Background: an optimization exercise with open tools, aiming at small area, a short achievable clock period and few clock cycles per item. Do not read the settings as production practice.
Function was checked by simulation only, so behaviour that the tests miss may differ from the original.

==> flow/design.v, too long to show whole: its modules and the start of the top module <==
// module comp_blend: 347 lines
// module cb_fa: 4 lines
// module cb_ha: 4 lines
// module cb_enc20: 33 lines
// module cb_enc16: 27 lines
// module cb_enc16n: 28 lines
// module cb_alpha: 567 lines
// module cb_topup: 493 lines
// module cb_sa: 701 lines
// module cb_loop: 741 lines
// module cb_loopc: 661 lines
module comp_blend (
    input  wire        clk,
    input  wire        rst,           
    input  wire        in_valid,
    output wire        in_ready,
    input  wire        in_last,       
    input  wire        in_l0,         
    input  wire [1:0]  in_mode,       
    input  wire        in_safety,
    input  wire [19:0] in_src_r,      
    input  wire [19:0] in_src_g,
    input  wire [19:0] in_src_b,
    input  wire [1:0]  in_akind,      
    input  wire [7:0]  in_acode,
    input  wire [15:0] in_alpha,      
    input  wire [15:0] in_daylight,   
    input  wire [15:0] in_tw_r,       
    input  wire [15:0] in_tw_g,
    input  wire [15:0] in_tw_b,
    output reg         out_valid,
    input  wire        out_ready,
    output reg  [63:0] out_word
);
  // ...
==> flow/flow/run.sh <==
#!/bin/bash
set -euo pipefail
bash standard.sh SETUP_SLACK_MARGIN=6.75 finish > standard.log 2>&1
==> flow/standard.sh <==
#!/bin/bash
# synth_recipe.tcl (not shown) runs the flow's synth.tcl, then flattens the netlist and writes it again
# the make line also repeats each setting of config.mk as NAME=value (left out here)
make -C /OpenROAD-flow-scripts/flow DESIGN_CONFIG=/design/flow/config.mk WORK_HOME=/design/flow/orfs CLKGATE_MAP_FILE= SYNTH_SCRIPT=/design/flow/synth_recipe.tcl "${@:-finish}"
==> flow/config.mk <==
export PLATFORM = sky130hd
export DESIGN_NAME = comp_blend
export DESIGN_NICKNAME = comp_blend
export VERILOG_FILES = /design/flow/design.v
export SDC_FILE = /design/flow/constraint.sdc
export NUM_CORES = 4
export LEC_CHECK = 0
export CAP_MARGIN = 20
export CORE_MARGIN = 2
export CORE_UTILIZATION = 40
export PLACE_DENSITY = 0.5
export SLEW_MARGIN = 20
export SYNTH_HIERARCHICAL = 1
export SYNTH_MINIMUM_KEEP_SIZE = 0
==> flow/constraint.sdc <==
create_clock -name core_clock -period 13.0 [get_ports {clk}]
set_input_delay 2.6000 -clock core_clock [delete_from_list [all_inputs] [get_ports {clk}]]
set_output_delay 2.6000 -clock core_clock [all_outputs]
set_load 0.01 [all_outputs]
==> key figures, run 1 <==
Finish
  • Final-layout fill cell count: 41.7k
  • Antenna diodes: 4
  • Post-Layout Cell Count: 23.3k
  • Commonest non-fill, non-tap cell in the layout: xnor2_1
  • Final core area utilization: 45.3%

Drt
  • DRC: 0
  • Drt total wl: 675 mm
  • Met2 wire length: 306 mm
  • Vias/cell: 6.07
  • Via count: between 100k and 150k
  • Iteration count of the initial detailed-routing pass: 6
  • Met3 WL post-DR: 57.1 mm

Logic synthesis
  • Synth Area in Compound Gates: 18.8%
  • Ys async rst share: 0%
  • Flop and latch count out of synthesis: 968
  • Distinct cells, synth: 117
  • Multiplexer share of the synthesized area: 0.710%
  • Number of synthesized flops with an enable pin: roughly 960

STA
  • Hold Slack: ~0.40 ns
  • Relative slew slack: 22.3%
  • Clk_skew: 0.101 ns

Run status
  • Outcome: timing/DRC/antenna clean

CTS
  • Total setup buffers inserted after CTS: 261
  • # H-tree levels: 4
  • CTS tree: done

Setup path
  • CP startpoint kind: flop
  • Arr. time, crit path: 6.95 ns
  • Worst Reg-to-Reg Cells: 21
  • End of the critical path: tr[17]$_DFFE_PP_

Place
  • Dpl ws: 5.53 ns
  • Post-DP Area: 183000 um^2

Min path
  • Hold path cells: 0

Floorplan
  • Row count: roughly 240
  • Die Area: approximately 450000 um^2

Global route
  • Tot GR Track Use: slightly below 30%
Testbench counts, summed over its fixed seeds: cycles 45,872, planes 45,830.
==> module comp_blend, before the edit <==
module comp_blend (
    input  wire        clk,
    input  wire        rst,           
    input  wire        in_valid,
    output wire        in_ready,
    input  wire        in_last,       
    input  wire        in_l0,         
    input  wire [1:0]  in_mode,       
    input  wire        in_safety,
    input  wire [19:0] in_src_r,      
    input  wire [19:0] in_src_g,
    input  wire [19:0] in_src_b,
    input  wire [1:0]  in_akind,      
    input  wire [7:0]  in_acode,
    input  wire [15:0] in_alpha,      
    input  wire [15:0] in_daylight,   
    input  wire [15:0] in_tw_r,       
    input  wire [15:0] in_tw_g,
    input  wire [15:0] in_tw_b,
    output reg         out_valid,
    input  wire        out_ready,
    output reg  [63:0] out_word
);
    localparam [1:0] OVER = 2'd0, ADD = 2'd1, MUL = 2'd2, MAX = 2'd3;
    reg        rdy;
    assign in_ready = rdy || out_ready;
    wire       acc = in_valid && in_ready;
    wire       adv;                   
    reg        nfirst;
    always @(posedge clk) begin
        if (rst)
            nfirst <= 1'b1;
        else if (acc)
            nfirst <= in_last;
    end
    reg [19:0] a20;
    always @(*) begin
        case (in_akind)
            2'd0:    a20 = 20'hFFFFF;
            2'd1:    a20 = {10{in_acode[1:0]}};
            default: a20 = {in_acode, in_acode, in_acode[7:4]};
        endcase
    end
    wire [8:0] al_o, dy_o, dy_n;
    wire [7:0] al_t, al_n, dy_t;
    cb_enc16  u_eal (.y(in_alpha), .o(al_o), .t(al_t), .n(al_n));
    cb_enc16n u_edy (.y(in_daylight), .o(dy_o), .t(dy_t), .n(dy_n));
    reg        v1, last1, l01, safety1, first1;
    reg [1:0]  mode1;
    reg [19:0] a20_1;
    reg [8:0]  al_o1, dy_o1, dy_n1;
    reg [7:0]  al_t1, al_n1, dy_t1;
    reg [15:0] twr1, twg1, twb1;
    reg [19:0] sr1, sg1, sb1;
    always @(posedge clk) begin
        if (rst)
            v1 <= 1'b0;
        else if (adv)
            v1 <= acc;
        if (adv) begin
            last1   <= in_last;
            l01     <= in_l0;
            safety1 <= in_safety;
            first1  <= nfirst;
            mode1   <= in_mode;
            a20_1   <= a20;
            al_o1   <= al_o;
            al_t1   <= al_t;
            al_n1   <= al_n;
            dy_o1   <= dy_o;
            dy_t1   <= dy_t;
            dy_n1   <= dy_n;
            twr1    <= in_tw_r;
            twg1    <= in_tw_g;
            twb1    <= in_tw_b;
            sr1     <= in_src_r;
            sg1     <= in_src_g;
            sb1     <= in_src_b;
        end
    end
    wire [19:0] a_c;
    cb_alpha u_alpha (.a20(a20_1), .o(al_o1), .t(al_t1), .n(al_n1), .a(a_c));
    wire [10:0] a_o;
    wire [9:0]  a_t, a_n;
    cb_enc20 u_ea (.y(a_c), .o(a_o), .t(a_t), .n(a_n));
    wire [19:0] tr_c, tg_c, tb_c;
    cb_topup u_tr (.s(sr1), .tw(twr1), .o(dy_o1), .t(dy_t1), .n(dy_n1), .so(tr_c));
    cb_topup u_tg (.s(sg1), .tw(twg1), .o(dy_o1), .t(dy_t1), .n(dy_n1), .so(tg_c));
    cb_topup u_tb (.s(sb1), .tw(twb1), .o(dy_o1), .t(dy_t1), .n(dy_n1), .so(tb_c));
    reg        v2, last2, l02, safety2, first2;
    reg [1:0]  mode2;
    reg [19:0] a2, sr2, sg2, sb2;
    reg [10:0] a_o2;
    reg [9:0]  a_t2, a_n2;
    always @(posedge clk) begin
        if (rst)
            v2 <= 1'b0;
        else if (adv)
            v2 <= v1;
        if (adv) begin
            last2   <= last1;
            l02     <= l01;
            safety2 <= safety1;
            first2  <= first1;
            mode2   <= mode1;
            a2      <= a_c;
            a_o2    <= a_o;
            a_t2    <= a_t;
            a_n2    <= a_n;
            sr2     <= l01 ? tr_c : sr1;
            sg2     <= l01 ? tg_c : sg1;
            sb2     <= l01 ? tb_c : sb1;
        end
    end
    wire [39:0] pr, pg, pb;
    cb_sa u_sar (.s(sr2), .o(a_o2), .t(a_t2), .n(a_n2), .p(pr));
    cb_sa u_sag (.s(sg2), .o(a_o2), .t(a_t2), .n(a_n2), .p(pg));
    cb_sa u_sab (.s(sb2), .o(a_o2), .t(a_t2), .n(a_n2), .p(pb));
    reg        vq, lastq, l0q, sfq, firstq;
    reg [1:0]  modeq;
    reg [20:0] invq;
    reg [39:0] prq, pgq, pbq;
    always @(posedge clk) begin
        if (rst)
            vq <= 1'b0;
        else if (adv)
            vq <= v2;
        if (adv) begin
            lastq  <= last2;
            l0q    <= l02;
            sfq    <= safety2 && a2 != 20'd0;
            firstq <= first2;
            modeq  <= mode2;
            invq   <= 21'h100000 - ({1'b0, a2} + {20'd0, a2[19]});
            prq    <= pr;
            pgq    <= pg;
            pbq    <= pb;
        end
    end
    wire [20:0] mr   = {1'b0, prq[39:20]} + invq;
    wire [20:0] mg   = {1'b0, pgq[39:20]} + invq;
    wire [20:0] mb   = {1'b0, pbq[39:20]} + invq;
    wire        over = firstq || modeq == OVER;
    function [20:0] xsel;
        input        first;
        input [1:0]  mode;
        input [20:0] inv;
        input [20:0] m;
        begin
            if (first)
                xsel = 21'd0;
            else if (mode == OVER)
                xsel = inv;
            else if (mode == MUL)
                xsel = m;
            else
                xsel = 21'd0;
        end
    endfunction
    function [39:0] addsel;
        input        over;
        input [1:0]  mode;
        input [39:0] p;
        begin
            if (mode == MUL)
                addsel = 40'h80000;
            else if (over)
                addsel = p;
            else
                addsel = {20'd0, p[39:20]};
        end
    endfunction
    wire [20:0] xr_c = xsel(firstq, modeq, invq, mr);
    wire [20:0] xg_c = xsel(firstq, modeq, invq, mg);
    wire [20:0] xb_c = xsel(firstq, modeq, invq, mb);
    wire        prod   = over || modeq == MUL;
    wire        tsel_r = prod && !xr_c[20];
    wire        tsel_g = prod && !xg_c[20];
    wire        tsel_b = prod && !xb_c[20];
    wire [10:0] xr_o, xg_o, xb_o;
    wire [9:0]  xr_t, xg_t, xb_t, xr_n, xg_n, xb_n;
    cb_enc20 u_exr (.y(xr_c[19:0]), .o(xr_o), .t(xr_t), .n(xr_n));
    cb_enc20 u_exg (.y(xg_c[19:0]), .o(xg_o), .t(xg_t), .n(xg_n));
    cb_enc20 u_exb (.y(xb_c[19:0]), .o(xb_o), .t(xb_t), .n(xb_n));
    reg        v3, last3, l03, sf3, first3;
    reg [1:0]  mode3;
    reg        tsr3, tsg3, tsb3;      
    reg        tlr3, tlg3, tlb3, tnr3, tng3, tnb3;
    reg [10:0] xr_o3, xg_o3, xb_o3;
    reg [9:0]  xr_t3, xg_t3, xb_t3, xr_n3, xg_n3, xb_n3;
    reg [39:0] ar3, ag3, ab3;
    always @(posedge clk) begin
        if (rst)
            v3 <= 1'b0;
        else if (adv)
            v3 <= vq;
        if (adv) begin
            last3  <= lastq;
            l03    <= l0q;
            sf3    <= sfq;
            first3 <= firstq;
            mode3  <= over ? {modeq[1] & !modeq[0], 1'b0} : modeq;
            tsr3   <= tsel_r;
            tsg3   <= tsel_g;
            tsb3   <= tsel_b;
            tlr3   <= tsel_r && l0q;
            tlg3   <= tsel_g && l0q;
            tlb3   <= tsel_b && l0q;
            tnr3   <= tsel_r && !l0q;
            tng3   <= tsel_g && !l0q;
            tnb3   <= tsel_b && !l0q;
            xr_o3  <= xr_o;
            xg_o3  <= xg_o;
            xb_o3  <= xb_o;
            xr_t3  <= xr_t;
            xg_t3  <= xg_t;
            xb_t3  <= xb_t;
            xr_n3  <= xr_n;
            xg_n3  <= xg_n;
            xb_n3  <= xb_n;
            ar3    <= addsel(over, modeq, prq);
            ag3    <= addsel(over, modeq, pgq);
            ab3    <= addsel(over, modeq, pbq);
        end
    end
    reg [19:0] dr, dg, db, tr, tg, tb;
    reg        safe, fin;
    wire [19:0] qdr, qdg, qdb, qtr, qtg, qtb;
    cb_loop  u_ldr (.d(dr), .o(xr_o3), .t(xr_t3), .n(xr_n3), .addend(ar3), .r(qdr));
    cb_loop  u_ldg (.d(dg), .o(xg_o3), .t(xg_t3), .n(xg_n3), .addend(ag3), .r(qdg));
    cb_loop  u_ldb (.d(db), .o(xb_o3), .t(xb_t3), .n(xb_n3), .addend(ab3), .r(qdb));
    cb_loopc u_ltr (.d(tr), .o(xr_o3), .t(xr_t3), .n(xr_n3), .r(qtr));
    cb_loopc u_ltg (.d(tg), .o(xg_o3), .t(xg_t3), .n(xg_n3), .r(qtg));
    cb_loopc u_ltb (.d(tb), .o(xb_o3), .t(xb_t3), .n(xb_n3), .r(qtb));
    function [39:0] blend;
        input [1:0]  mode;
        input        l0;
        input        tsel;
        input        tl0;
        input        tnl;
        input [19:0] qd;
        input [19:0] qt;
        input [19:0] v;
        input [19:0] d;
        input [19:0] t;
        reg   [20:0] sum;
        reg   [19:0] od, ot, oo, nd, nt;
        begin
            case (mode)
                ADD: begin
                    sum = {1'b0, d} + {1'b0, v};
                    od  = sum[20] ? 20'hFFFFF : sum[19:0];
                    ot  = t;
                end
                MAX: begin
                    if (v > d) begin
                        od = v;
                        ot = 20'd0;
                    end else begin
                        od = d;
                        ot = t;
                    end
                end
                default: begin
                    od = d;
                    ot = t;
                end
            endcase
            oo = l0 ? od : ot;
            nd = tsel ? qd : od;
            nt = ({20{tl0}} & qd) | ({20{tnl}} & qt) | ({20{!tsel}} & oo);
            blend = {nt, nd};
        end
    endfunction
    wire [39:0] br = blend(mode3, l03, tsr3, tlr3, tnr3, qdr, qtr, ar3[19:0], dr, tr);
    wire [39:0] bg = blend(mode3, l03, tsg3, tlg3, tng3, qdg, qtg, ag3[19:0], dg, tg);
    wire [39:0] bb = blend(mode3, l03, tsb3, tlb3, tnb3, qdb, qtb, ab3[19:0], db, tb);
    reg        pv, psafe;
    reg [59:0] pd;
    reg [21:0] psd;
    reg [25:0] ph;
    wire        space = !pv || !out_valid || out_ready;
    wire        push  = fin && space;
    wire        lacc  = v3 && (!fin || push);
    assign      adv   = !v3 || lacc;
    wire        pmove = pv && (!out_valid || out_ready);
    wire [26:0] h27 = {1'b0, ph};
    wire [26:0] s1  = {5'd0, psd};
    wire [26:0] s2  = {4'd0, psd, 1'b0};
    wire [26:0] s4  = {3'd0, psd, 2'b0};
    wire [26:0] s8  = {2'd0, psd, 3'b0};
    wire [26:0] c1  = h27 - s1;
    wire [26:0] c2  = h27 - s2;
    wire [26:0] c3  = h27 - s2 - s1;
    wire [26:0] c4  = h27 - s4;
    wire [26:0] c5  = h27 - s4 - s1;
    wire [26:0] c6  = h27 - s4 - s2;
    wire [26:0] c7  = h27 - s8 + s1;
    wire [26:0] c8  = h27 - s8;
    wire [8:1]  ge  = ~{c8[26], c7[26], c6[26], c5[26], c4[26], c3[26], c2[26], c1[26]};
    reg [3:0] share;
    always @(*) begin
        if (psd == 22'd0)
            share = 4'd0;
        else
            share = ge[8] ? 4'd8 : ge[7] ? 4'd7 : ge[6] ? 4'd6 : ge[5] ? 4'd5 :
                    ge[4] ? 4'd4 : ge[3] ? 4'd3 : ge[2] ? 4'd2 : ge[1] ? 4'd1 : 4'd0;
    end
    wire [21:0] sum_d = dr + dg + db;
    wire        lsb_c = (dr[0] & dg[0]) | (dr[0] & db[0]) | (dg[0] & db[0]);
    wire [25:0] h_n   = {3'd0, tr, 3'd0} + {3'd0, tg, 3'd0} + {3'd0, tb, 3'd0} +
                        {7'd0, dr[19:1]} + {7'd0, dg[19:1]} + {7'd0, db[19:1]} +
                        {25'd0, lsb_c};
    wire fin_n = lacc ? last3 : (fin && !push);
    wire pv_n  = push || (pv && !pmove);
    wire ov_n  = pmove || (out_valid && !out_ready);
    always @(posedge clk) begin
        if (rst) begin
            fin       <= 1'b0;
            pv        <= 1'b0;
            out_valid <= 1'b0;
            rdy       <= 1'b1;
        end else begin
            fin       <= fin_n;
            pv        <= pv_n;
            out_valid <= ov_n;
            rdy       <= !(fin_n && pv_n && ov_n);
        end
        if (lacc) begin
            dr   <= br[19:0];
            dg   <= bg[19:0];
            db   <= bb[19:0];
            tr   <= br[39:20];
            tg   <= bg[39:20];
            tb   <= bb[39:20];
            safe <= (safe && !first3) || sf3;
        end
        if (push) begin
            pd    <= {db, dg, dr};
            psafe <= safe;
            psd   <= sum_d;
            ph    <= h_n;
        end
        if (pmove)
            out_word <= {psafe ? 4'hF : share, pd};
    end
endmodule
==> run 2, diff against run 1 <==
--- a/flow/design.v
+++ b/flow/design.v
@@ -220,36 +220,24 @@
             xb_n3  <= xb_n;
             ar3    <= addsel(over, modeq, prq);
             ag3    <= addsel(over, modeq, pgq);
             ab3    <= addsel(over, modeq, pbq);
         end
     end
     reg [19:0] dr, dg, db, tr, tg, tb;
     reg        safe, fin;
-    wire [19:0] qdr, qdg, qdb, qtr, qtg, qtb;
-    cb_loop  u_ldr (.d(dr), .o(xr_o3), .t(xr_t3), .n(xr_n3), .addend(ar3), .r(qdr));
-    cb_loop  u_ldg (.d(dg), .o(xg_o3), .t(xg_t3), .n(xg_n3), .addend(ag3), .r(qdg));
-    cb_loop  u_ldb (.d(db), .o(xb_o3), .t(xb_t3), .n(xb_n3), .addend(ab3), .r(qdb));
-    cb_loopc u_ltr (.d(tr), .o(xr_o3), .t(xr_t3), .n(xr_n3), .r(qtr));
-    cb_loopc u_ltg (.d(tg), .o(xg_o3), .t(xg_t3), .n(xg_n3), .r(qtg));
-    cb_loopc u_ltb (.d(tb), .o(xb_o3), .t(xb_t3), .n(xb_n3), .r(qtb));
-    function [39:0] blend;
+    function [39:0] other;
         input [1:0]  mode;
         input        l0;
-        input        tsel;
-        input        tl0;
-        input        tnl;
-        input [19:0] qd;
-        input [19:0] qt;
         input [19:0] v;
         input [19:0] d;
         input [19:0] t;
         reg   [20:0] sum;
-        reg   [19:0] od, ot, oo, nd, nt;
+        reg   [19:0] od, ot;
         begin
             case (mode)
                 ADD: begin
                     sum = {1'b0, d} + {1'b0, v};
                     od  = sum[20] ? 20'hFFFFF : sum[19:0];
                     ot  = t;
                 end
                 MAX: begin
@@ -261,25 +249,32 @@
                         ot = t;
                     end
                 end
                 default: begin
                     od = d;
                     ot = t;
                 end
             endcase
-            oo = l0 ? od : ot;
-            nd = tsel ? qd : od;
-            nt = ({20{tl0}} & qd) | ({20{tnl}} & qt) | ({20{!tsel}} & oo);
-            blend = {nt, nd};
+            other = {l0 ? od : ot, od};
         end
     endfunction
-    wire [39:0] br = blend(mode3, l03, tsr3, tlr3, tnr3, qdr, qtr, ar3[19:0], dr, tr);
-    wire [39:0] bg = blend(mode3, l03, tsg3, tlg3, tng3, qdg, qtg, ag3[19:0], dg, tg);
-    wire [39:0] bb = blend(mode3, l03, tsb3, tlb3, tnb3, qdb, qtb, ab3[19:0], db, tb);
+    wire [39:0] or_ = other(mode3, l03, ar3[19:0], dr, tr);
+    wire [39:0] og_ = other(mode3, l03, ag3[19:0], dg, tg);
+    wire [39:0] ob_ = other(mode3, l03, ab3[19:0], db, tb);
+    wire [19:0] qdr, qdg, qdb, ndr, ndg, ndb, xtr, xtg, xtb;
+    cb_loop  u_ldr (.d(dr), .o(xr_o3), .t(xr_t3), .n(xr_n3), .addend(ar3), .sel(tsr3), .alt(or_[19:0]), .q(qdr), .y(ndr));
+    cb_loop  u_ldg (.d(dg), .o(xg_o3), .t(xg_t3), .n(xg_n3), .addend(ag3), .sel(tsg3), .alt(og_[19:0]), .q(qdg), .y(ndg));
+    cb_loop  u_ldb (.d(db), .o(xb_o3), .t(xb_t3), .n(xb_n3), .addend(ab3), .sel(tsb3), .alt(ob_[19:0]), .q(qdb), .y(ndb));
+    cb_loopc u_ltr (.d(tr), .o(xr_o3), .t(xr_t3), .n(xr_n3), .sel(tnr3), .alt(or_[39:20]), .q(), .y(xtr));
+    cb_loopc u_ltg (.d(tg), .o(xg_o3), .t(xg_t3), .n(xg_n3), .sel(tng3), .alt(og_[39:20]), .q(), .y(xtg));
+    cb_loopc u_ltb (.d(tb), .o(xb_o3), .t(xb_t3), .n(xb_n3), .sel(tnb3), .alt(ob_[39:20]), .q(), .y(xtb));
+    wire [39:0] br = {tlr3 ? qdr : xtr, ndr};
+    wire [39:0] bg = {tlg3 ? qdg : xtg, ndg};
+    wire [39:0] bb = {tlb3 ? qdb : xtb, ndb};
     reg        pv, psafe;
     reg [59:0] pd;
     reg [21:0] psd;
     reg [25:0] ph;
     wire        space = !pv || !out_valid || out_ready;
     wire        push  = fin && space;
     wire        lacc  = v3 && (!fin || push);
     assign      adv   = !v3 || lacc;
@@ -2197,17 +2192,17 @@
   wire hs_w693 = ~(hs_w614 ^ hs_w615);
   wire hs_w694 = hs_w614 | hs_w615;
   wire hs_w695, hs_w696;
   cb_fa hs_f696 (.a(hs_w616), .b(hs_w220), .c(hs_w240), .s(hs_w695), .co(hs_w696));
   wire [39:0] hs_ra = {hs_w694, hs_w692, hs_w690, hs_w688, hs_w686, hs_w684, hs_w682, hs_w680, hs_w678, hs_w676, hs_w674, hs_w672, hs_w670, hs_w668, hs_w666, hs_w664, hs_w662, hs_w660, hs_w658, hs_w656, hs_w654, hs_w652, hs_w650, hs_w648, hs_w646, hs_w644, hs_w642, hs_w640, hs_w638, hs_w636, hs_w634, hs_w632, hs_w630, hs_w628, hs_w626, hs_w624, hs_w622, hs_w620, hs_w618, hs_w617};
   wire [39:0] hs_rb = {hs_w695, hs_w693, hs_w691, hs_w689, hs_w687, hs_w685, hs_w683, hs_w681, hs_w679, hs_w677, hs_w675, hs_w673, hs_w671, hs_w669, hs_w667, hs_w665, hs_w663, hs_w661, hs_w659, hs_w657, hs_w655, hs_w653, hs_w651, hs_w649, hs_w647, hs_w645, hs_w643, hs_w641, hs_w639, hs_w637, hs_w635, hs_w633, hs_w631, hs_w629, hs_w627, hs_w625, hs_w623, hs_w621, hs_w619, (o[10] & s[0])};
   assign p = hs_ra + hs_rb;
 endmodule
-module cb_loop (input wire [19:0] d, input wire [10:0] o, input wire [9:0] t, input wire [9:0] n, input wire [39:0] addend, output wire [19:0] r);
+module cb_loop (input wire [19:0] d, input wire [10:0] o, input wire [9:0] t, input wire [9:0] n, input wire [39:0] addend, input wire sel, input wire [19:0] alt, output wire [19:0] q, output wire [19:0] y);
   wire [39:0] p;
   wire hl_w1 = ((o[0] & d[0])) ^ n[0];
   wire hl_w2 = ((o[0] & d[1]) | (t[0] & d[0])) ^ n[0];
   wire hl_w3 = ((o[0] & d[2]) | (t[0] & d[1])) ^ n[0];
   wire hl_w4 = ((o[0] & d[3]) | (t[0] & d[2])) ^ n[0];
   wire hl_w5 = ((o[0] & d[4]) | (t[0] & d[3])) ^ n[0];
   wire hl_w6 = ((o[0] & d[5]) | (t[0] & d[4])) ^ n[0];
   wire hl_w7 = ((o[0] & d[6]) | (t[0] & d[5])) ^ n[0];
@@ -2936,19 +2931,20 @@
   cb_fa hl_f730 (.a(hl_w648), .b(hl_w649), .c(addend[37]), .s(hl_w729), .co(hl_w730));
   wire hl_w731 = ~(hl_w650 ^ hl_w651);
   wire hl_w732 = hl_w650 | hl_w651;
   wire hl_w733, hl_w734;
   cb_fa hl_f734 (.a(hl_w652), .b(hl_w653), .c(addend[39]), .s(hl_w733), .co(hl_w734));
   wire [39:0] hl_ra = {hl_w732, hl_w730, hl_w728, hl_w726, hl_w724, hl_w722, hl_w720, hl_w718, hl_w716, hl_w714, hl_w712, hl_w710, hl_w708, hl_w706, hl_w704, hl_w702, hl_w700, hl_w698, hl_w696, hl_w694, hl_w692, hl_w690, hl_w688, hl_w686, hl_w684, hl_w682, hl_w680, hl_w678, hl_w676, hl_w674, hl_w672, hl_w670, hl_w668, hl_w666, hl_w664, hl_w662, hl_w660, hl_w658, hl_w656, hl_w655};
   wire [39:0] hl_rb = {hl_w733, hl_w731, hl_w729, hl_w727, hl_w725, hl_w723, hl_w721, hl_w719, hl_w717, hl_w715, hl_w713, hl_w711, hl_w709, hl_w707, hl_w705, hl_w703, hl_w701, hl_w699, hl_w697, hl_w695, hl_w693, hl_w691, hl_w689, hl_w687, hl_w685, hl_w683, hl_w681, hl_w679, hl_w677, hl_w675, hl_w673, hl_w671, hl_w669, hl_w667, hl_w665, hl_w663, hl_w661, hl_w659, hl_w657, addend[0]};
   assign p = hl_ra + hl_rb;
-  assign r = p[39:20];
+  assign q = p[39:20];
+  assign y = sel ? q : alt;
 endmodule
-module cb_loopc (input wire [19:0] d, input wire [10:0] o, input wire [9:0] t, input wire [9:0] n, output wire [19:0] r);
+module cb_loopc (input wire [19:0] d, input wire [10:0] o, input wire [9:0] t, input wire [9:0] n, input wire sel, input wire [19:0] alt, output wire [19:0] q, output wire [19:0] y);
   wire [39:0] p;
   wire hl_w1 = ((o[0] & d[0])) ^ n[0];
   wire hl_w2 = ((o[0] & d[1]) | (t[0] & d[0])) ^ n[0];
   wire hl_w3 = ((o[0] & d[2]) | (t[0] & d[1])) ^ n[0];
   wire hl_w4 = ((o[0] & d[3]) | (t[0] & d[2])) ^ n[0];
   wire hl_w5 = ((o[0] & d[4]) | (t[0] & d[3])) ^ n[0];
   wire hl_w6 = ((o[0] & d[5]) | (t[0] & d[4])) ^ n[0];
   wire hl_w7 = ((o[0] & d[6]) | (t[0] & d[5])) ^ n[0];
@@ -3597,10 +3593,11 @@
   cb_fa hl_f650 (.a(hl_w574), .b(hl_w575), .c(hl_w238), .s(hl_w649), .co(hl_w650));
   wire hl_w651 = ~(hl_w576 ^ hl_w577);
   wire hl_w652 = hl_w576 | hl_w577;
   wire hl_w653, hl_w654;
   cb_fa hl_f654 (.a(hl_w578), .b(hl_w220), .c(hl_w240), .s(hl_w653), .co(hl_w654));
   wire [39:0] hl_ra = {hl_w652, hl_w650, hl_w648, hl_w646, hl_w644, hl_w642, hl_w640, hl_w638, hl_w636, hl_w634, hl_w632, hl_w630, hl_w628, hl_w626, hl_w624, hl_w622, hl_w620, hl_w618, hl_w616, hl_w614, hl_w612, hl_w610, hl_w608, hl_w606, hl_w604, hl_w602, hl_w600, hl_w598, hl_w596, hl_w594, hl_w592, hl_w590, hl_w588, hl_w586, hl_w584, hl_w582, hl_w580, hl_w579, hl_w2, hl_w1};
   wire [39:0] hl_rb = {hl_w653, hl_w651, hl_w649, hl_w647, hl_w645, hl_w643, hl_w641, hl_w639, hl_w637, hl_w635, hl_w633, hl_w631, hl_w629, hl_w627, hl_w625, hl_w623, hl_w621, hl_w619, hl_w617, hl_w615, hl_w613, hl_w611, hl_w609, hl_w607, hl_w605, hl_w603, hl_w601, hl_w599, hl_w597, hl_w595, hl_w593, hl_w591, hl_w589, hl_w587, hl_w585, hl_w583, hl_w581, n[1], 1'b0, n[0]};
   assign p = hl_ra + hl_rb;
-  assign r = p[39:20];
+  assign q = p[39:20];
+  assign y = sel ? q : alt;
 endmodule
==> key figures, run 2 <==
CTS
  • # H-tree levels: 4 (unchanged)
  • CTS Buf Count: 134 (was 135)
  • Clk buf depth: 4 (unchanged)
  • CTS clk-pin slew, worst paths: 0.07 ns (was 0.06 ns)
  • CTS tree: done (unchanged)
  • Root buf cell: clkbuf_16 (unchanged)
  • Latest clock arrival within the worst-skew pair: 0.90 ns (was 0.94 ns)
  • # hold bufs at CTS: 0 (unchanged)
  • Num Clock Sinks: 968 (unchanged)

Finish
  • Commonest non-fill, non-tap cells in the layout: 2761 x xnor2_1, 2287 x fa_1, 2189 x a22oi_1 (was 2764 x xnor2_1, 2255 x fa_1, 2081 x a22oi_1)
  • Final-layout fill cell count: 43.2k (was 41.7k)
  • Top flop regs: out_word (64), pd (60) (unchanged)
  • Proportion of layout cells with a drive suffix above 1: 9.92% (was 11.0%)
  • Reg with most FFs: out_word (unchanged)
  • Flip-flop count of the largest register after layout: 64 (unchanged)
  • Final core area utilization: 44.2% (was 45.3%)
  • Area of the multi-input gates: 144000 um^2 (was 141000 um^2)
  • Synth-to-Final Area Change: 10.3% (was 12.5%)
  • Register area: 29000 um^2 (unchanged)
  • Post-Layout Cell Count: 24.0k (was 23.3k)
  • Nets@finish: 21.8k (was 21.2k)
  • Commonest non-fill, non-tap cell in the layout: xnor2_1 (unchanged)

STA
  • Clk_skew: 0.0609 ns (was 0.101 ns)
  • Setup tns final: 0 ns (unchanged)
  • Relative slew slack: 16.5% (was 22.3%)
  • Hold Slack: 0.409 ns (was 0.402 ns)
  • Setup ws final: 6.80 ns (was 6.71 ns)
  • Crit share post-route: 47.7% (was 48.4%)
  • Final Setup Violations: 0 (unchanged)
  • Max Freq: 161 MHz (was 159 MHz)
  • Max-slew violation count: 0 (unchanged)
  • Worst-Margin Slew: 1.25 ns (was 1.15 ns)
  • Final Hold Violating Endpoints: 0 (unchanged)
  • Fin crit period: 6.20 ns (was 6.29 ns)
  • RSZ-0062 raised after global routing: yes (unchanged)

Drt
  • Starting DRT DRC Count: 14.8k (was 13.8k)
  • Vias/cell: 6.13 (was 6.07)
  • Via count: 147k (was 142k)
  • Post-route ant nets: 0 (unchanged)
  • Drt total wl: 706 mm (was 675 mm)
  • Iteration count of the initial detailed-routing pass: 8 (was 6)
  • Routed wire per std cell: 29.4 um (was 29.0 um)
  • DRC: 0 (unchanged)

Place
  • HPWL after DPL: 494 mm (was 453 mm)
  • Placed cells: 23.4k (was 22.6k)
  • GP Congestion: 0.948 (was 0.911)
  • Port Buf Inserts: 224 (unchanged)
  • Dpl ws: 5.38 ns (was 5.53 ns)

Logic synthesis
  • Synth Cell Area: 181000 um^2 (was 177000 um^2)
  • Syn Inst Count: 18.4k (was 17.7k)
  • Synth Area per Inst: 9.84 um^2 (was 9.98 um^2)
  • Synth warn: 7 (unchanged)
  • Syn Nets: 22.3k (was 21.5k)

Job
  • Maxcap violations: 0 (unchanged)

Floorplan
  • Core area: 452000 um^2 (was 439000 um^2)
  • Top-Level Pins: 225 (unchanged)
  • Die Area: 458000 um^2 (was 447000 um^2)
  • Initial cell density of the core: 40.1% (was 40.2%)
  • Row count: 247 (was 243)
  • Die Wd: 677 um (was 668 um)
  • Die height: 677 um (was 668 um)

Run status
  • Outcome: timing/DRC/antenna clean (unchanged)

Min path
  • Hold path cells: 0 (unchanged)
  • Hold crit path type: flop to flop (unchanged)

Global route
  • Global-route wire length before repair: 1020 mm (was 973 mm)
  • Largest net degree at the start of global routing: 153 (was 146)
  • Initial antenna violation count: 35 (was 16)
  • Vias in the first global route: 150k (was 144k)
  • Tot GR Track Use: 29.5% (was 28.8%)
  • Total grt overflow: 0 (unchanged)

Setup path
  • Arr. time, crit path: 6.83 ns (was 6.95 ns)
  • Worst Reg-to-Reg Cells: 18 (was 21)
  • Max incr delay on CP: 0.59 ns (was 0.55 ns)
  • CP max-delay cell: fa_1 (was fa_2)
  • Setup crit end kind: flop (unchanged)
  • Crit-path most repeated cell: fa_1 (unchanged)
  • CP startpoint kind: flop (unchanged)
  • Critical Path RT: 13.63 ns (was 13.65 ns)
  • Setup CP Type: flop to flop (unchanged)
  • Flop2flop setup slack: 6.80 ns (was 6.71 ns)
  • Crit-path cells: buf_6, clkbuf_16, a22oi_2, xnor2_1, ha_1, fa_1, fa_1, fa_1, fa_1, ha_4, nand2_1, or4_4, nor3b_4, nor2_4, o31a_2, xnor2_2, mux2_2, mux2_2 (was buf_8, a22oi_2, xnor2_1, fa_1, fa_2, fa_2, fa_1, fa_1, ha_4, nand4_1, or4_4, a311oi_4, nor3_4, o21ai_4, a21oi_2, xnor2_2, a22oi_2, nand2_1, a21oi_1, a21oi_1, o31a_1)
  • Largest fanout on the critical path: 6 (was 26)
-- run 2: final timing paths --
| kind | endpoint | start |
|---|---|---|
| min reg2reg | out_word[34]$_DFFE_PP_ | pd[34]$_DFFE_PP_ |
| max reg2reg | tr[12]$_DFFE_PP_ | xr_o3[1]$_DFFE_PP_ |
| min | out_word[34]$_DFFE_PP_ | pd[34]$_DFFE_PP_ |
| max | tr[12]$_DFFE_PP_ | xr_o3[1]$_DFFE_PP_ |
-- run 2: metal layers --
layer / up-vias / track usage (%) / wire length, um
met4: 20 / 13.4 / 37900
met5: - / 0.0625 / 149
met3: 1478 / 4.88 / 57600
met1: 74785 / 39.0 / 290000
met2: 7110 / 47.5 / 321000
li1: 63916 / - / -
-- run 2: final cells by class --
| type | count | area share [%] |
|---|---|---|
| antenna | 13 | 0.0163 |
| inverter | 977 | 1.84 |
| sequential | 968 | 14.5 |
| clock inverter | 81 | 0.466 |
| clock buffer | 157 | 1.76 |
| multi-input combinational | 14807 | 72.0 |
| timing repair buffer | 1046 | 5.70 |
| tap | 5976 | 3.74 |
-- run 2: worst max-delay path, delay by kind of cell (launching register included) --
kind	cells	cell delay (ns)
simple gates	4	1.01
xor+xnor	2	0.33
mux	2	0.56
fa+ha+maj	6	2.60
buf+inv	2	0.38
flops	1	0.50
compound gates	2	0.57
-- run 2: repair_timing --
item,in CTS,in global routing
gates resized for setup,395,555
setup endpoints to repair,268,192
cloned,6,22
buffers inserted,230,119
pin swaps,13,111
-- run 2: stage by stage --
stage,instance area [um^2]
finish,200000
global route,200000
CTS,196000
detailed placement,187000
global placement,187000
floorplan,181000
Testbench counts of run 2, summed over its fixed seeds: cycles 45,872, planes 45,830.
==> run 3, diff against run 2 <==
==> flow/flow/run.sh (replaced) <==
#!/bin/bash
set -euo pipefail
bash standard.sh SETUP_SLACK_MARGIN=7.0 finish > standard.log 2>&1
==> key figures, run 3 <==
Run status
  • Outcome: timing/DRC/antenna clean (unchanged)

Global route
  • Vias in the first global route: 152k (was 150k)
  • Global-route wire length before repair: 1050 mm (was 1020 mm)
  • Total grt overflow: 0 (unchanged)
  • Largest net degree at the start of global routing: 155 (was 153)
  • Initial antenna violation count: 40 (was 35)
  • Tot GR Track Use: 30.6% (was 29.5%)

STA
  • Final Hold Violating Endpoints: 0 (unchanged)
  • Relative slew slack: 18.1% (was 16.5%)
  • Worst-Margin Slew: 1.23 ns (was 1.25 ns)
  • Setup tns final: 0 ns (unchanged)
  • Clk_skew: 0.0942 ns (was 0.0609 ns)
  • RSZ-0062 raised after global routing: yes (unchanged)
  • Crit share post-route: 47.6% (was 47.7%)
  • Final Setup Violations: 0 (unchanged)
  • Fin crit period: 6.19 ns (was 6.20 ns)
  • Max Freq: 162 MHz (was 161 MHz)
  • Hold Slack: 0.380 ns (was 0.409 ns)
  • Max-slew violation count: 0 (unchanged)

Setup path
  • Crit-path cells: buf_6, buf_6, clkbuf_16, a22oi_2, xnor2_2, fa_1, fa_2, fa_1, fa_1, fa_1, ha_4, nand3_4, nor2_4, nand2_2, a2111oi_4, o211ai_1, a311o_1, nand4_1, buf_6, buf_12, nor2_2, mux2_4 (was buf_6, clkbuf_16, a22oi_2, xnor2_1, ha_1, fa_1, fa_1, fa_1, fa_1, ha_4, nand2_1, or4_4, nor3b_4, nor2_4, o31a_2, xnor2_2, mux2_2, mux2_2)
  • Cell family with most CP delay: adder cells (unchanged)
  • CP max-delay cell: fa_1 (unchanged)
  • Arr. time, crit path: 6.80 ns (was 6.83 ns)
  • Buf/Inv on CP: 5 (was 2)
  • Largest fanout on the critical path: 7 (was 6)
  • Setup CP Type: flop to flop (unchanged)
  • Max incr delay on CP: 0.55 ns (was 0.59 ns)
  • Setup crit end kind: flop (unchanged)
  • CP startpoint kind: flop (unchanged)
  • Critical Path RT: 13.61 ns (was 13.63 ns)
  • Crit-path most repeated cell: fa_1 (unchanged)

Floorplan
  • Die height: 677 um (unchanged)
  • Row count: 247 (unchanged)
  • Die Area: 458000 um^2 (unchanged)
  • Die Wd: 677 um (unchanged)
  • Top-Level Pins: 225 (unchanged)
  • Initial cell density of the core: 40.1% (unchanged)
  • Core area: 452000 um^2 (unchanged)

CTS
  • # H-tree levels: 4 (unchanged)
  • CTS tree: done (unchanged)
  • Clk buf depth: 4 (unchanged)
  • Root buf cell: clkbuf_16 (unchanged)
  • Latest clock arrival within the worst-skew pair: 0.95 ns (was 0.90 ns)
  • Num Clock Sinks: 968 (unchanged)
  • CTS Buf Count: 138 (was 134)
  • CTS clk-pin slew, worst paths: 0.06 ns (was 0.07 ns)

Finish
  • Flip-flop count of the largest register after layout: 64 (unchanged)
  • Proportion of layout cells with a drive suffix above 1: 14.4% (was 9.92%)
  • Nets@finish: 22.1k (was 21.8k)
  • Top flop regs: out_word (64), pd (60) (unchanged)
  • Final core area utilization: 46.0% (was 44.2%)
  • Synth-to-Final Area Change: 14.8% (was 10.3%)
  • Final-layout fill cell count: 42.7k (was 43.2k)
  • Post-Layout Cell Count: 24.3k (was 24.0k)
  • Reg with most FFs: out_word (unchanged)
  • Design Area, Final: 208000 um^2 (was 200000 um^2)
  • Commonest non-fill, non-tap cell in the layout: xnor2_1 (unchanged)
  • Commonest non-fill, non-tap cells in the layout: 2713 x xnor2_1, 2195 x fa_1, 2111 x a22oi_1 (was 2761 x xnor2_1, 2287 x fa_1, 2189 x a22oi_1)

Min path
  • Hold crit path type: flop to flop (unchanged)

Place
  • Placed cells: 23.4k (about the same)
  • Port Buf Inserts: 224 (unchanged)
  • HPWL after DPL: 496 mm (was 494 mm)
  • Post-DP Area: 187000 um^2 (about the same)
  • GP Congestion: 0.961 (was 0.948)

Drt
  • Iteration count of the initial detailed-routing pass: 8 (unchanged)
  • Met3 WL post-DR: 66.7 mm (was 57.6 mm)
  • Met2 wire length: 335 mm (was 321 mm)
  • Highest metal used: met5 (unchanged)
  • Routed wire per std cell: 30.5 um (was 29.4 um)
  • Vias/cell: 6.21 (was 6.13)
  • Drt total wl: 742 mm (was 706 mm)
  • Via count: 151k (was 147k)
  • Metal-1 WL: 296 mm (was 290 mm)
  • Post-route ant nets: 0 (unchanged)
  • Starting DRT DRC Count: 16.6k (was 14.8k)
  • DRC: 0 (unchanged)

Logic synthesis
  • Synth warn: 7 (unchanged)
  • Syn Inst Count: 18.4k (unchanged)
  • Syn Nets: 22.3k (unchanged)
  • Synth Area per Inst: 9.84 um^2 (unchanged)
  • Synth Cell Area: 181000 um^2 (unchanged)

Job
  • Maxcap violations: 0 (unchanged)
[run 3: cell types whose count changed in the layout (fill, tap and decap cells not counted), moves of 78 or more]
cell,change
ha_1,-106
a22oi_2,+78
fa_2,+92
fa_1,-92
ha_4,+79
buf_4,+189
a22oi_1,-78
[run 3: area by class of cell]
type	count	area, um^2	share of cell area, %
antenna	21	52.6	0.0253
inverter	977	3680	1.77
clock buffer	154	3560	1.71
clock inverter	94	928	0.447
sequential	968	29000	13.9
tap	5976	7480	3.60
multi-input combinational	14807	147000	70.9
timing repair buffer	1346	15900	7.63
[run 3: metal layers]
layer,vias up,track usage (%)
met1,76864,39.9
met4,22,14.7
li1,64613,-
met5,-,0
met2,7950,48.7
met3,1811,5.98
[run 3: worst reg2reg max path, delay by kind of cell (launching register included)]
| family | cells | cell delay (ns) |
|---|---|---|
| xor gates and xnor gates | 1 | 0.16 |
| buffers and inverters | 5 | 0.81 |
| muxes | 1 | 0.25 |
| AOI/OAI and AO/OA | 4 | 1.12 |
| DFF | 1 | 0.42 |
| and+or+nand+nor | 5 | 0.50 |
| adders and majority gates | 6 | 2.67 |
[run 3: what timing repair did]
item / in CTS / in global routing
gates cloned: 49 / 42
resized for setup: 925 / 888
setup endpoints to repair: 296 / 221
hold buffers: 0 / 0
buffers inserted: 387 / 196
pin swaps: 118 / 349
[run 3: worst paths after layout]
| path | start | end | slack [ns] | depth (start not counted) |
|---|---|---|---|---|
| hold / removal | mode1[0]$_DFFE_PP_ | mode2[0]$_DFFE_PP_ | 0.38 | 0 |
| setup reg to reg | dy_t1[3]$_DFFE_PP_ | sb2[2]$_DFFE_PP_ | 6.81 | 22 |
| hold reg to reg | mode1[0]$_DFFE_PP_ | mode2[0]$_DFFE_PP_ | 0.38 | 0 |
| setup / recovery | dy_t1[3]$_DFFE_PP_ | sb2[2]$_DFFE_PP_ | 6.81 | 22 |
[run 3: metrics by stage]
| step | setup WS [ns] |
|---|---|
| after floorplan | -15.60 |
| after global placement | 5.25 |
| after detailed placement | 5.27 |
| after CTS | 6.90 |
| after global routing | 6.68 |
| final | 6.81 |

==> port drivers added, routing unchanged <==
How much do the figures lean on ideal ports? The routed layouts below were timed once more, with nothing changed but the port constraints.
Step 1 (the two cells are an assumption about what drives the block):
set clk [get_ports {clk}]
set_driving_cell -lib_cell sky130_fd_sc_hd__clkbuf_16 $clk
set_driving_cell -lib_cell sky130_fd_sc_hd__buf_2 [delete_from_list [all_inputs] $clk]
Step 2 moves the port delays by t, midway between the first and last clock arrival at a register: inputs arrive t later, outputs are due t later. That takes back most of the time a late clock gives input paths.
Slacks: no drivers / after step 1 / after step 2; pairs: no drivers / after step 1.
run | shift t [ns] | slack for setup (ns) | hold WS [ns] | worst data-port slew with drivers (ns) | pins driven straight from the clock port
run 1 | 1.006 | 6.709 / 6.709 / 6.709 | 0.402 / 0.402 / 0.402 | 0.11 | 1
run 2 | 0.992 | 6.803 / 6.787 / 6.787 | 0.409 / 0.409 / 0.409 | 0.08 | 1
run 3 | 1.027 | 6.810 / 6.810 / 6.810 | 0.380 / 0.380 / 0.380 | 0.08 | 1
After both steps setup and hold are still met in every run listed. The setup slack of run 2, which loses most, moves by -0.016 ns with the drivers and by -0.016 ns with both steps.
